This design comes from an exercise in tuning for small area, a short achievable clock period and few clock cycles per item on the open sky130 flow, not from production work.
At most, simulation tests tie the RTL to the original design; equivalence was not proved.
Power and IR drop assume default switching activity.

## the reference run
==> module drrsched, before the edit <==
module drrsched (
    input  wire         clk,
    input  wire         rst,
    input  wire         req_valid,
    output wire         req_ready,
    input  wire [7:0]   req_elig,       
    input  wire [7:0]   req_nonempty,   
    input  wire [111:0] req_len,        
    input  wire [23:0]  cfg_group,      
    input  wire [167:0] cfg_quantum,    
    output reg          resp_valid,
    output reg          resp_none,      
    output reg  [2:0]   resp_queue,
    output wire [175:0] deficit         
);
    integer i, j, k;
    reg          more;              
    reg  [2:0]   ptr [0:7];         
    reg  [21:0]  d   [0:7];         
    reg  [7:0]   ke;                
    reg  [2:0]   kg;                
    reg  [7:0]   kp;                
    reg  [13:0]  klen [0:7];
    reg  [20:0]  kqnt [0:7];
    assign req_ready = ~more;
    wire take = req_valid & ~more;
    genvar gi;
    generate
        for (gi = 0; gi < 8; gi = gi + 1) begin : g_out
            assign deficit[22*gi +: 22] = d[gi];
        end
    endgenerate
    reg  [7:0]   gsel [0:7];        
    reg  [7:0]   has;               
    reg  [7:0]   topm;              
    reg  [2:0]   top;
    reg  [7:0]   e_in;
    reg  [2:0]   p_in;
    always @(*) begin
        for (i = 0; i < 8; i = i + 1)
            for (j = 0; j < 8; j = j + 1)
                gsel[i][j] = req_elig[i] && (cfg_group[3*i +: 3] == j[2:0]);
        for (j = 0; j < 8; j = j + 1) begin
            has[j] = 1'b0;
            for (i = 0; i < 8; i = i + 1)
                has[j] = has[j] | gsel[i][j];
        end
        for (j = 0; j < 8; j = j + 1) begin
            topm[j] = has[j];
            for (i = j + 1; i < 8; i = i + 1)
                topm[j] = topm[j] & ~has[i];
        end
        top = 3'd0;
        p_in = 3'd0;
        for (j = 0; j < 8; j = j + 1) begin
            top  = top  | ({3{topm[j]}} & j[2:0]);
            p_in = p_in | ({3{topm[j]}} & ptr[j]);
        end
        for (i = 0; i < 8; i = i + 1) begin
            e_in[i] = 1'b0;
            for (j = 0; j < 8; j = j + 1)
                e_in[i] = e_in[i] | (gsel[i][j] & topm[j]);
        end
    end
    reg  [7:0]  e;                  
    reg  [2:0]  g;
    reg  [7:0]  po;                 
    reg  [13:0] len [0:7];
    reg  [20:0] qnt [0:7];
    always @(*) begin
        for (i = 0; i < 8; i = i + 1) begin
            len[i] = more ? klen[i] : req_len[14*i +: 14];
            qnt[i] = more ? kqnt[i] : cfg_quantum[21*i +: 21];
            po[i]  = more ? kp[i]   : (p_in == i[2:0]);
        end
        e = more ? ke : (e_in & {8{req_valid}});
        g = more ? kg : top;
    end
    reg  [14:0] lo  [0:7];          
    reg  [15:0] z   [0:7];          
    reg  [7:0]  shi [0:7];          
    reg  [14:0] tlo [0:7];          
    reg  [7:0]  thi [0:7];
    reg  [7:0]  sat1;               
    reg  [7:0]  ge0;                
    reg  [8:0]  va, vb, k255, k256;
    reg         v0, v255, v256, hz;
    always @(*) begin
        for (i = 0; i < 8; i = i + 1) begin
            lo[i]  = {1'b0, d[i][13:0]} + {1'b0, qnt[i][13:0]};
            z[i]   = {2'b0, d[i][13:0]} + {2'b0, qnt[i][13:0]} - {2'b0, len[i]};
            shi[i] = d[i][21:14] + {1'b0, qnt[i][20:14]} + {{7{z[i][15]}}, z[i][14]};
            va   = {1'b0, d[i][21:14]};
            vb   = {2'b0, qnt[i][20:14]};
            k255 = va ^ vb ^ 9'd255;
            k256 = va ^ vb ^ 9'd256;
            v255 = (k255 == {(va[7:0] & vb[7:0]) | ((va[7:0] ^ vb[7:0]) & ~8'd255), 1'b0});
            v256 = (k256 == {(va[7:0] & vb[7:0]) | ((va[7:0] ^ vb[7:0]) & ~8'd0), 1'b0});
            v0   = (d[i][21:14] == 8'd0) && (qnt[i][20:14] == 7'd0);
            hz   = lo[i][14] ? v255 : (v0 | v256);
            sat1[i] = e[i] && (!hz || (lo[i][14] ? (!z[i][15] && z[i][14]) : !z[i][15]));
            tlo[i]  = {1'b0, d[i][13:0]} - {1'b0, len[i]};
            thi[i]  = d[i][21:14] - {7'd0, tlo[i][14]};
            ge0[i]  = (d[i][21:14] != 8'd0) || !tlo[i][14];
        end
    end
    wire        sat0 = |(e & po & ge0);
    reg  [7:0] pre;
    reg  [7:0] bef [0:7];           
    always @(*) begin
        for (i = 0; i < 8; i = i + 1)
            for (j = 0; j < 8; j = j + 1) begin
                bef[i][j] = 1'b0;
                if (j < i) begin
                    bef[i][j] = 1'b1;
                    for (k = j; k < i; k = k + 1)
                        if (po[k]) bef[i][j] = 1'b0;
                end else if (j > i) begin
                    for (k = i; k < j; k = k + 1)
                        if (po[k]) bef[i][j] = 1'b1;
                end
            end
    end
    reg  [7:0] win1, add1;
    always @(*) begin
        for (i = 0; i < 8; i = i + 1) begin
            pre[i]  = |(bef[i] & sat1);
            win1[i] = sat1[i] & ~pre[i];
            add1[i] = e[i] & ~pre[i] & ~sat1[i];
        end
    end
    wire       none  = (e == 8'd0);
    wire       found = sat0 | (|sat1);
    wire       done  = none | found;
    reg  [2:0]  w;
    always @(*) begin
        w = 3'd0;
        for (i = 0; i < 8; i = i + 1)
            if (sat0 ? po[i] : win1[i]) w = w | i[2:0];
    end
    reg  [21:0] dn [0:7];
    reg         sel_s, sel_l, sel_t;
    always @(*) begin
        for (i = 0; i < 8; i = i + 1) begin
            sel_t = sat0 & po[i];
            sel_s = ~sat0 & win1[i];
            sel_l = ~sat0 & add1[i];
            dn[i] = ({22{sel_t}} & {thi[i], tlo[i][13:0]}) |
                    ({22{sel_s}} & {shi[i], z[i][13:0]}) |
                    ({22{sel_l}} & {8'd0, lo[i][13:0]}) |
                    ({22{~(sel_t | sel_s | sel_l)}} & d[i]);
        end
    end
    always @(posedge clk) begin
        if (rst) begin
            more       <= 1'b0;
            resp_valid <= 1'b0;
            for (i = 0; i < 8; i = i + 1) begin
                ptr[i] <= 3'd0;
                d[i]   <= 22'd0;
            end
        end else begin
            more       <= (take | more) & ~done;
            resp_valid <= (take | more) & done;
            for (i = 0; i < 8; i = i + 1) begin
                if (found && g == i[2:0])
                    ptr[i] <= w;
                d[i] <= (take && !req_nonempty[i]) ? 22'd0 : dn[i];
            end
        end
    end
    always @(posedge clk) begin
        resp_none  <= none;
        resp_queue <= w;
        if (!more) begin
            ke <= e;
            kg <= g;
            kp <= po;
            for (i = 0; i < 8; i = i + 1) begin
                klen[i] <= len[i];
                kqnt[i] <= qnt[i];
            end
        end
    end
endmodule
clock: 9.0 ns
lec_check: 0
cap_margin: 20
core_margin: 2
core_utilization: 40
place_density: 0.6
setup_slack_margin: 3.0
slew_margin: 20
run.sh (not shown) runs the stock make flow with config.mk's settings and CLKGATE_MAP_FILE= SYNTH_SCRIPT=/design/flow/synth_recipe.tcl, a recipe that flattens the netlist after the stock synthesis.
Inputs modified between the reference run and the trial run:
--- a/flow/design.v
+++ b/flow/design.v
@@ -121,12 +121,11 @@
                 end
             end
     end
-    reg  [7:0] win1, add1;
+    reg  [7:0] win1;
     always @(*) begin
         for (i = 0; i < 8; i = i + 1) begin
             pre[i]  = |(bef[i] & sat1);
             win1[i] = sat1[i] & ~pre[i];
-            add1[i] = e[i] & ~pre[i] & ~sat1[i];
         end
     end
     wire       none  = (e == 8'd0);
@@ -138,38 +137,41 @@
         for (i = 0; i < 8; i = i + 1)
             if (sat0 ? po[i] : win1[i]) w = w | i[2:0];
     end
+    reg  [7:0]  late;
+    reg  [21:0] da [0:7];           
+    reg  [21:0] db [0:7];           
     reg  [21:0] dn [0:7];
-    reg         sel_s, sel_l, sel_t;
+    reg         clr;
     always @(*) begin
         for (i = 0; i < 8; i = i + 1) begin
-            sel_t = sat0 & po[i];
-            sel_s = ~sat0 & win1[i];
-            sel_l = ~sat0 & add1[i];
-            dn[i] = ({22{sel_t}} & {thi[i], tlo[i][13:0]}) |
-                    ({22{sel_s}} & {shi[i], z[i][13:0]}) |
-                    ({22{sel_l}} & {8'd0, lo[i][13:0]}) |
-                    ({22{~(sel_t | sel_s | sel_l)}} & d[i]);
+            late[i] = sat0 | pre[i];
+            clr     = rst | (take & ~req_nonempty[i]);
+            da[i]   = clr ? 22'd0 :
+                      (po[i] & e[i] & ge0[i]) ? {thi[i], tlo[i][13:0]} : d[i];
+            db[i]   = clr ? 22'd0 :
+                      sat1[i] ? {shi[i], z[i][13:0]} :
+                      e[i] ? {8'd0, lo[i][13:0]} : d[i];
+            dn[i]   = late[i] ? da[i] : db[i];
         end
     end
     always @(posedge clk) begin
         if (rst) begin
             more       <= 1'b0;
             resp_valid <= 1'b0;
-            for (i = 0; i < 8; i = i + 1) begin
+            for (i = 0; i < 8; i = i + 1)
                 ptr[i] <= 3'd0;
-                d[i]   <= 22'd0;
-            end
         end else begin
             more       <= (take | more) & ~done;
             resp_valid <= (take | more) & done;
             for (i = 0; i < 8; i = i + 1) begin
                 if (found && g == i[2:0])
                     ptr[i] <= w;
-                d[i] <= (take && !req_nonempty[i]) ? 22'd0 : dn[i];
             end
         end
     end
     always @(posedge clk) begin
+        for (i = 0; i < 8; i = i + 1)
+            d[i] <= dn[i];
         resp_none  <= none;
         resp_queue <= w;
         if (!more) begin
==> run summary <==
- The trial run finished end to end and its layout was clean on timing, DRC and antenna.
- The trial run gives less relative area of non-clock buffer cells in the final design than the reference run did.
- Of the trial run and the reference run, the run reporting the higher clock latency on the worst-skew pair was the trial run.
- Side by side, overall fraction of global-route tracks in use turned out lower in the trial run than in the reference run.
- Changes observed in the trial run relative to the reference run: data required time of the critical path held steady; number of inverters outside the clock class in the layout grew by 1.0%.
- Relative to the reference run, synthesized cell count has decreased by 2.3% in the trial run.
- The reference run was smaller in final cell area than the trial run.
Function was not checked in any run of this note: the RTL went through the layout flow alone.

* * *

== TR ==
The RTL this note starts from:
==> flow/design.v <==
module drrsched (
    input  wire         clk,
    input  wire         rst,
    input  wire         req_valid,
    output wire         req_ready,
    input  wire [7:0]   req_elig,       
    input  wire [7:0]   req_nonempty,   
    input  wire [111:0] req_len,        
    input  wire [23:0]  cfg_group,      
    input  wire [167:0] cfg_quantum,    
    output reg          resp_valid,
    output reg          resp_none,      
    output reg  [2:0]   resp_queue,
    output wire [175:0] deficit         
);
    integer i, j, k;
    reg          more;              
    reg  [2:0]   ptr [0:7];         
    reg  [21:0]  d   [0:7];         
    reg  [7:0]   ke;                
    reg  [2:0]   kg;                
    reg  [7:0]   kp;                
    reg  [13:0]  klen [0:7];
    reg  [20:0]  kqnt [0:7];
    assign req_ready = ~more;
    wire take = req_valid & ~more;
    genvar gi;
    generate
        for (gi = 0; gi < 8; gi = gi + 1) begin : g_out
            assign deficit[22*gi +: 22] = d[gi];
        end
    endgenerate
    reg  [7:0]   gsel [0:7];        
    reg  [7:0]   has;               
    reg  [7:0]   topm;              
    reg  [2:0]   top;
    reg  [7:0]   e_in;
    reg  [2:0]   p_in;
    always @(*) begin
        for (i = 0; i < 8; i = i + 1)
            for (j = 0; j < 8; j = j + 1)
                gsel[i][j] = req_elig[i] && (cfg_group[3*i +: 3] == j[2:0]);
        for (j = 0; j < 8; j = j + 1) begin
            has[j] = 1'b0;
            for (i = 0; i < 8; i = i + 1)
                has[j] = has[j] | gsel[i][j];
        end
        for (j = 0; j < 8; j = j + 1) begin
            topm[j] = has[j];
            for (i = j + 1; i < 8; i = i + 1)
                topm[j] = topm[j] & ~has[i];
        end
        top = 3'd0;
        p_in = 3'd0;
        for (j = 0; j < 8; j = j + 1) begin
            top  = top  | ({3{topm[j]}} & j[2:0]);
            p_in = p_in | ({3{topm[j]}} & ptr[j]);
        end
        for (i = 0; i < 8; i = i + 1) begin
            e_in[i] = 1'b0;
            for (j = 0; j < 8; j = j + 1)
                e_in[i] = e_in[i] | (gsel[i][j] & topm[j]);
        end
    end
    reg  [7:0]  e;                  
    reg  [2:0]  g;
    reg  [7:0]  po;                 
    reg  [13:0] len [0:7];
    reg  [20:0] qnt [0:7];
    always @(*) begin
        for (i = 0; i < 8; i = i + 1) begin
            len[i] = more ? klen[i] : req_len[14*i +: 14];
            qnt[i] = more ? kqnt[i] : cfg_quantum[21*i +: 21];
            po[i]  = more ? kp[i]   : (p_in == i[2:0]);
        end
        e = more ? ke : (e_in & {8{req_valid}});
        g = more ? kg : top;
    end
    reg  [22:0] u   [0:7];          
    reg  [23:0] x   [0:7];          
    reg  [7:0]  sat1;               
    reg  [7:0]  ge0;                
    always @(*) begin
        for (i = 0; i < 8; i = i + 1) begin
            u[i]    = {1'b0, d[i]} + {2'b0, qnt[i]};
            x[i]    = {2'b0, d[i]} + {3'b0, qnt[i]} - {10'd0, len[i]};
            sat1[i] = e[i] && (u[i][22] ? (x[i][23:22] == 2'b01) : !x[i][23]);
            ge0[i]  = (d[i][21:14] != 8'd0) || (d[i][13:0] >= len[i]);
        end
    end
    wire        sat0 = |(e & po & ge0);
    reg  [21:0] dp;
    reg  [13:0] cp;
    always @(*) begin
        dp = 22'd0;
        cp = 14'd0;
        for (i = 0; i < 8; i = i + 1) begin
            dp = dp | ({22{po[i]}} & d[i]);
            cp = cp | ({14{po[i]}} & len[i]);
        end
    end
    wire [21:0] t0 = dp - {8'd0, cp};
    reg  [7:0] pre;
    reg  [7:0] bef [0:7];           
    always @(*) begin
        for (i = 0; i < 8; i = i + 1)
            for (j = 0; j < 8; j = j + 1) begin
                bef[i][j] = 1'b0;
                if (j < i) begin
                    bef[i][j] = 1'b1;
                    for (k = j; k < i; k = k + 1)
                        if (po[k]) bef[i][j] = 1'b0;
                end else if (j > i) begin
                    for (k = i; k < j; k = k + 1)
                        if (po[k]) bef[i][j] = 1'b1;
                end
            end
    end
    reg  [7:0] win1, add1;
    always @(*) begin
        for (i = 0; i < 8; i = i + 1) begin
            pre[i]  = |(bef[i] & sat1);
            win1[i] = sat1[i] & ~pre[i];
            add1[i] = e[i] & ~pre[i] & ~sat1[i];
        end
    end
    wire       none  = (e == 8'd0);
    wire       found = sat0 | (|sat1);
    wire       done  = none | found;
    reg  [2:0]  w;
    always @(*) begin
        w = 3'd0;
        for (i = 0; i < 8; i = i + 1)
            if (sat0 ? po[i] : win1[i]) w = w | i[2:0];
    end
    reg  [21:0] dn [0:7];
    reg         sel_s, sel_l, sel_t;
    always @(*) begin
        for (i = 0; i < 8; i = i + 1) begin
            sel_t = sat0 & po[i];
            sel_s = ~sat0 & win1[i];
            sel_l = ~sat0 & add1[i];
            dn[i] = ({22{sel_t}} & t0) |
                    ({22{sel_s}} & x[i][21:0]) |
                    ({22{sel_l}} & {8'd0, u[i][13:0]}) |
                    ({22{~(sel_t | sel_s | sel_l)}} & d[i]);
        end
    end
    always @(posedge clk) begin
        if (rst) begin
            more       <= 1'b0;
            resp_valid <= 1'b0;
            for (i = 0; i < 8; i = i + 1) begin
                ptr[i] <= 3'd0;
                d[i]   <= 22'd0;
            end
        end else begin
            more       <= (take | more) & ~done;
            resp_valid <= (take | more) & done;
            for (i = 0; i < 8; i = i + 1) begin
                if (found && g == i[2:0])
                    ptr[i] <= w;
                d[i] <= (take && !req_nonempty[i]) ? 22'd0 : dn[i];
            end
        end
    end
    always @(posedge clk) begin
        resp_none  <= none;
        resp_queue <= w;
        if (!more) begin
            ke <= e;
            kg <= g;
            kp <= po;
            for (i = 0; i < 8; i = i + 1) begin
                klen[i] <= len[i];
                kqnt[i] <= qnt[i];
            end
        end
    end
endmodule
clock: 9.0 ns
lec_check: 0
cap_margin: 20
core_margin: 2
core_utilization: 40
place_density: 0.6
slew_margin: 20
Testbench counts of TR, summed over its fixed seeds: cycles 3,355, decisions 3,200.
Input-level comparison between PW and TR:
--- a/flow/design.v
+++ b/flow/design.v
@@ -76,33 +76,26 @@
         e = more ? ke : (e_in & {8{req_valid}});
         g = more ? kg : top;
     end
     reg  [22:0] u   [0:7];          
     reg  [23:0] x   [0:7];          
     reg  [7:0]  sat1;               
+    reg  [14:0] tlo [0:7];          
+    reg  [7:0]  thi [0:7];
     reg  [7:0]  ge0;                
     always @(*) begin
         for (i = 0; i < 8; i = i + 1) begin
             u[i]    = {1'b0, d[i]} + {2'b0, qnt[i]};
             x[i]    = {2'b0, d[i]} + {3'b0, qnt[i]} - {10'd0, len[i]};
             sat1[i] = e[i] && (u[i][22] ? (x[i][23:22] == 2'b01) : !x[i][23]);
-            ge0[i]  = (d[i][21:14] != 8'd0) || (d[i][13:0] >= len[i]);
+            tlo[i]  = {1'b0, d[i][13:0]} - {1'b0, len[i]};
+            thi[i]  = d[i][21:14] - {7'd0, tlo[i][14]};
+            ge0[i]  = (d[i][21:14] != 8'd0) || !tlo[i][14];
         end
     end
     wire        sat0 = |(e & po & ge0);
-    reg  [21:0] dp;
-    reg  [13:0] cp;
-    always @(*) begin
-        dp = 22'd0;
-        cp = 14'd0;
-        for (i = 0; i < 8; i = i + 1) begin
-            dp = dp | ({22{po[i]}} & d[i]);
-            cp = cp | ({14{po[i]}} & len[i]);
-        end
-    end
-    wire [21:0] t0 = dp - {8'd0, cp};
     reg  [7:0] pre;
     reg  [7:0] bef [0:7];           
     always @(*) begin
         for (i = 0; i < 8; i = i + 1)
             for (j = 0; j < 8; j = j + 1) begin
                 bef[i][j] = 1'b0;
@@ -137,13 +130,13 @@
     reg         sel_s, sel_l, sel_t;
     always @(*) begin
         for (i = 0; i < 8; i = i + 1) begin
             sel_t = sat0 & po[i];
             sel_s = ~sat0 & win1[i];
             sel_l = ~sat0 & add1[i];
-            dn[i] = ({22{sel_t}} & t0) |
+            dn[i] = ({22{sel_t}} & {thi[i], tlo[i][13:0]}) |
                     ({22{sel_s}} & x[i][21:0]) |
                     ({22{sel_l}} & {8'd0, u[i][13:0]}) |
                     ({22{~(sel_t | sel_s | sel_l)}} & d[i]);
         end
     end
     always @(posedge clk) begin
Diff TR -> PW | sequential fraction of total cell area | increase of 0.79 points. Cmp TR and PW / die area / higher: PW. Changes observed in PW relative to TR: share of the final layout cell area in multi-input gates +2.5 points; half-perimeter wire length after placement -about 34%; number of buffer and inverter stages on the critical path -2. flop to flop as the critical path class was reported by PW, and input pin to flop by TR. PW has more setup slack than TR. PW gives less internal portion of total power than TR did. From TR to PW the numbers moved as follows: clock network power share rose by 3.8 points, worst supply voltage drop on vdd shrank by 0.11 mV, share of the clock period used by the worst path after layout now smaller. Compared with TR, PW shows a higher count of clock-buffer cells in the layout. Comparing TR and PW, the higher utilization is on TR. Between PW and TR, it is PW whose sequential power is lower, by about 8%.
Testbench counts of PW, summed over its fixed seeds: cycles 3,355, decisions 3,200.

==> separate check: timing with driven ports <==
The results above use ideal ports. As a check the final layouts listed here were re-extracted and re-timed, cells and wires unchanged. Step 1, drivers: a clkbuf_16 drives clk and a buf_2 each remaining input, both assumed. Step 2 times the ports against the registers' clock, not the clock port: input delays grow and output delays shrink by t, the midpoint of the rising clock arrivals with the driver on. Slacks: no drivers / after step 1 / after step 2; pairs: no drivers / after step 1.
| run | shift t [ns] | slack for setup (ns) | worst setup path at the end | worst register clock-pin slew, ns |
|---|---|---|---|---|
| the reference run | 0.704 | 3.005 / 2.980 / 2.276 | input to register | 0.06 / 0.06 |
| the trial run | 0.738 | 2.952 / 2.991 / 2.253 | input to register | 0.06 / 0.06 |
| TR | 0.741 | 0.389 / 0.443 / -0.298 | input to register | 0.07 / 0.07 |
| PW | 0.706 | 1.448 / 1.448 / 0.798 | input to register | 0.06 / 0.06 |
With both steps, setup timing fails in TR, where it was met with ideal ports. For the reference run, which loses most, drivers alone change the setup slack by -0.025 ns; drivers and shift together by -0.729 ns.
